Background: an optimization exercise with open tools, aiming at small area, a short achievable clock period and few clock cycles. Do not read the settings as production practice. The RTL was checked by simulation tests, not by an equivalence proof against the original design. Power is estimated from default activity; no workload was simulated.

Setup of run A:
// rcu_tile_coder
module rcu_tile_coder (
    input  wire        clk,
    input  wire        rst_n,
    input  wire        cfg_valid,
    output wire        cfg_ready,
    input  wire [5:0]  cfg_tw,
    input  wire [5:0]  cfg_th,
    input  wire        cfg_p2,
    input  wire        in_valid,
    output wire        in_ready,
    input  wire [24:0] in_data,
    output wire        out_valid,
    input  wire        out_ready,
    output wire [31:0] out_data,
    output wire        out_last,
    output wire [15:0] out_nbits
);
    integer n;
    reg        ca_v;
    reg        cp_rdy;       
    wire       cp_v = ~cp_rdy;
    reg [5:0]  ca_tw, ca_th, cp_tw, cp_th;
    reg        ca_p2, cp_p2;
    reg        ca_tw1, cp_tw1;       
    reg rst_q;
    always @(posedge clk)
        rst_q <= rst_n;
    assign cfg_ready = cp_rdy;
    wire cfg_fire = cfg_valid & cp_rdy;
    reg  stall;
    wire stall_n;
    wire adv = ~stall;
    reg        v0;
    reg [24:0] x0;
    reg        in_rdy;       
    assign in_ready = in_rdy;
    wire in_fire = in_valid & in_rdy;
    wire s0_take = adv | ~v0;
    wire v0_n    = s0_take ? in_fire : v0;
    reg [4:0]  ci, cj;
    reg [5:0]  wp, rp;
    reg [7:0]  rph, rpl;     
    wire [6:0] len7   = ca_p2 ? {ca_tw, 1'b0} : {1'b0, ca_tw};      
    wire       top0   = ca_p2 ? (ci[4:1] == 4'd0) : (ci == 5'd0);
    wire       left0  = ca_p2 ? (cj[4:1] == 4'd0) : (cj == 5'd0);
    wire [6:0] jp     = {2'b0, cj} + (ca_p2 ? 7'd2 : 7'd1);
    wire       runok0 = (jp < {1'b0, ca_tw});
    wire       lcol0  = ({1'b0, cj} == ca_tw - 6'd1);
    wire       lrow0  = ({1'b0, ci} == ca_th - 6'd1);
    wire       tlast0 = lcol0 & lrow0;
    wire [1:0] ctx0   = ca_p2 ? {ci[0], cj[0]} : 2'b00;
    wire       tw1    = ca_tw1;
    wire [6:0] wpx    = {1'b0, wp} + 7'd1;
    wire [5:0] wp_nx  = (wpx == len7) ? 6'd0 : wpx[5:0];
    wire [6:0] rpx    = {1'b0, rp} + 7'd1;
    wire [5:0] rp_nx  = (rpx == len7) ? 6'd0 : rpx[5:0];
    wire [5:0] rp_cp  = cp_tw1 ? 6'd0 : (cp_p2 ? 6'd2 : 6'd1);
    wire go0 = adv & v0;             
    always @(posedge clk) begin
        if (!rst_q) begin
            v0     <= 1'b0;
            in_rdy <= 1'b1;
        end else begin
            v0     <= v0_n;
  ...
Size: roughly 95 I/O pins, ~110000 µm² of cells after synthesis.
export LEC_CHECK = 0
export CAP_MARGIN = 20
export CORE_MARGIN = 2
export CORE_UTILIZATION = 40
export PLACE_DENSITY = 0.6
export SLEW_MARGIN = 20
create_clock -name core_clock -period 20.0 [get_ports {clk}]
standard.sh (not shown) runs the stock make flow with config.mk's settings and CLKGATE_MAP_FILE= SYNTH_SCRIPT=/design/flow/synth_recipe.tcl, a recipe that flattens the netlist after the stock synthesis.
==> flow/flow/run.sh <==
#!/bin/bash
# The standard layout (standard.sh, unchanged synthesis and steps), with
# sky130_fd_sc_hd__buf_4 as the buffer that buffer_ports puts on every input
# and output port instead of the default cell. The make output goes to
# standard.log; each ORFS step keeps its own log under orfs/logs.
set -euo pipefail
bash standard.sh "BUFFER_PORTS_ARGS=-buffer_cell sky130_fd_sc_hd__buf_4" finish > standard.log 2>&1
Testbench counts of run A, summed over its fixed seeds: cycles 114,327.
For run B, these inputs were changed with respect to run A:
--- a/flow/design.v
+++ b/flow/design.v
@@ -24,25 +24,23 @@
     reg        ca_tw1, cp_tw1;       
     reg rst_q;
     always @(posedge clk)
         rst_q <= rst_n;
     assign cfg_ready = cp_rdy;
     wire cfg_fire = cfg_valid & cp_rdy;
     reg  stall;
     wire stall_n;
     wire adv = ~stall;
-    reg        v0;
-    reg [24:0] x0;
     reg        in_rdy;       
     assign in_ready = in_rdy;
     wire in_fire = in_valid & in_rdy;
-    wire s0_take = adv | ~v0;
-    wire v0_n    = s0_take ? in_fire : v0;
+    wire        v0 = in_fire;
+    wire [24:0] x0 = in_data;
     reg [4:0]  ci, cj;
     reg [5:0]  wp, rp;
     reg [7:0]  rph, rpl;     
     wire [6:0] len7   = ca_p2 ? {ca_tw, 1'b0} : {1'b0, ca_tw};      
     wire       top0   = ca_p2 ? (ci[4:1] == 4'd0) : (ci == 5'd0);
     wire       left0  = ca_p2 ? (cj[4:1] == 4'd0) : (cj == 5'd0);
     wire [6:0] jp     = {2'b0, cj} + (ca_p2 ? 7'd2 : 7'd1);
     wire       runok0 = (jp < {1'b0, ca_tw});
     wire       lcol0  = ({1'b0, cj} == ca_tw - 6'd1);
@@ -50,61 +48,58 @@
     wire       tlast0 = lcol0 & lrow0;
     wire [1:0] ctx0   = ca_p2 ? {ci[0], cj[0]} : 2'b00;
     wire       tw1    = ca_tw1;
     wire [6:0] wpx    = {1'b0, wp} + 7'd1;
     wire [5:0] wp_nx  = (wpx == len7) ? 6'd0 : wpx[5:0];
     wire [6:0] rpx    = {1'b0, rp} + 7'd1;
     wire [5:0] rp_nx  = (rpx == len7) ? 6'd0 : rpx[5:0];
     wire [5:0] rp_cp  = cp_tw1 ? 6'd0 : (cp_p2 ? 6'd2 : 6'd1);
     wire go0 = adv & v0;             
+    wire vac0   = ~ca_v | (go0 & tlast0);           
+    wire ca_v_n = vac0 ? cp_v : ca_v;
+    wire [5:0] rp_tk = (~ca_v | tlast0) ? rp_cp : rp_nx;
+    wire       rp_en = ~ca_v | go0;
     always @(posedge clk) begin
-        if (!rst_q) begin
-            v0     <= 1'b0;
-            in_rdy <= 1'b1;
-        end else begin
-            v0     <= v0_n;
-            in_rdy <= ~(stall_n & v0_n);
-        end
+        if (!rst_q)
+            in_rdy <= 1'b0;
+        else
+            in_rdy <= ~stall_n & ca_v_n;
         if (!rst_n)
             in_rdy <= 1'b0;
-        if (s0_take)
-            x0 <= in_data;
     end
     always @(posedge clk) begin
         if (!rst_q) begin
             ca_v <= 1'b0;
             cp_rdy <= 1'b1;
             ci   <= 5'd0;
             cj   <= 5'd0;
             wp   <= 6'd0;
         end else begin
             if (cfg_fire) begin
                 cp_rdy <= 1'b0;
                 cp_tw  <= cfg_tw;
                 cp_th  <= cfg_th;
                 cp_p2  <= cfg_p2;
                 cp_tw1 <= (cfg_tw == 6'd1);
             end
-            if (!ca_v || (go0 && tlast0)) begin
+            if (vac0) begin
                 ca_v   <= cp_v;
                 ca_tw  <= cp_tw;
                 ca_th  <= cp_th;
                 ca_p2  <= cp_p2;
                 ca_tw1 <= cp_tw1;
-                rp     <= rp_cp;
-                rph    <= 8'd1;
-                rpl    <= 8'd1 << rp_cp[2:0];
                 if (cp_v)
                     cp_rdy <= 1'b1;
-            end else if (go0) begin
-                rp  <= rp_nx;
-                rph <= 8'd1 << rp_nx[5:3];
-                rpl <= 8'd1 << rp_nx[2:0];
+            end
+            if (rp_en) begin
+                rp  <= rp_tk;
+                rph <= 8'd1 << rp_tk[5:3];
+                rpl <= 8'd1 << rp_tk[2:0];
             end
             if (go0) begin
                 if (tlast0) begin
                     ci <= 5'd0;
                     cj <= 5'd0;
                     wp <= 6'd0;
                 end else begin
                     wp <= wp_nx;
                     if (lcol0) begin
@@ -207,47 +202,43 @@
     always @(posedge clk) begin
         if (!rst_q) begin
             run_act <= 1'b0;
             run_len <= 6'd0;
         end else if (go1) begin
             run_act <= run_go;
             run_len <= run_go ? run_r : 6'd0;
         end
     end
-    wire [24:0] u1   = m1[25:1];                           
-    wire        clp1 = (|u1[24:16]) | (m1[0] & (&u1[15:0]));
-    wire [15:0] ue1  = clp1 ? 16'hFFFF : u1[15:0];
-    wire        uc1  = m1[0] & ~clp1;
     reg        v2;
     reg [25:0] m2;
     reg [24:0] s2;
-    reg [15:0] ue2;
-    reg        uc2;
     reg [1:0]  ctx2;
     reg        tlast2, hc2, he2;
     reg [5:0]  w2;
     always @(posedge clk) begin
         if (!rst_q)
             v2 <= 1'b0;
         else if (adv)
             v2 <= v1;
         if (adv) begin
             m2     <= m1;
             s2     <= s1;
-            ue2    <= ue1;
-            uc2    <= uc1;
             ctx2   <= ctx1;
             tlast2 <= tlast1;
             hc2    <= ~run_hit;
             he2    <= run_end;
             w2     <= run_r + 6'd4;
         end
     end
+    wire [24:0] u2   = m2[25:1];                           
+    wire        clp2 = (|u2[24:16]) | (m2[0] & (&u2[15:0]));
+    wire [15:0] ue2  = clp2 ? 16'hFFFF : u2[15:0];
+    wire        uc2  = m2[0] & ~clp2;
     reg [22:0] cam1 [0:3];
     reg [5:0]  cn   [0:3];
     reg  [22:0] ar;
     reg  [5:0]  nr;
     wire [22:0] asum = ar + {7'd0, ue2} + {22'd0, uc2};
     wire        halve = (nr == 6'd63);
     wire [22:0] anew = halve ? {1'b0, asum[22:1]} : asum;
     wire [5:0]  nnew = halve ? 6'd32 : nr + 6'd1;
     always @(posedge clk) begin
==> results.txt <==
- Run B reached the final stage; the timing, DRC and antenna checks on its layout passed.
- Diff run A -> run B: total wire length after detailed routing dropped about 1.7%; combined buffer and inverter count along the critical path climbed 2; required arrival time at the worst endpoint +4.46 ns.
- The cell type of the slowest stage on the worst timing path comes out inv_6 in one run and dfxtp_1 in the other, namely in run B and run A respectively.
- Run B reports a lower number of ordinary inverters in the final layout than run A does.
- Run B reports a lower first-pass GRT wire length than run A does.
- Ratio of final minimum period to clock period came out higher on run B than on run A.
- Run B: fraction of area in clock buffers and inverters is 0.44 points lower than what run A reported.
- Across both runs, number of buffers created by CTS was lower for run B than for run A.
- On run B: sequential share of power is 1.3 points higher than what run A gave.
- Comparing run B and run A, largest net degree at the start of global routing is higher on run B.
- | share of total power in the clock network | run B vs run A | 2.0 points lower |
Testbench counts of run B, summed over its fixed seeds: cycles 114,327.

==> port drivers added, routing unchanged <==
In the flow no input, the clock included, has a driving cell. The finished layouts below were timed again as built, in two steps.
Step 1 (the two cells are an assumption about what drives the block):
set clk [get_ports {clk}]
set_driving_cell -lib_cell sky130_fd_sc_hd__clkbuf_16 $clk
set_driving_cell -lib_cell sky130_fd_sc_hd__buf_2 [delete_from_list [all_inputs] $clk]
Step 2 also shifts input and output timing later by t, the mid clock arrival at the registers, as if the neighbouring blocks saw the same clock.
Three values: ideal, step 1, step 2; two values: the first two.
run	t (ns)	setup WS [ns]	latest minus earliest clock arrival (ns)
run A	1.030	14.340 / 14.247 / 13.964	0.099 / 0.099
run B	0.973	13.618 / 13.682 / 12.709	0.123 / 0.124
After both steps every run listed still meets setup and hold. The setup slack of run B, which loses most, moves by +0.064 ns with the drivers and by -0.909 ns with both steps.
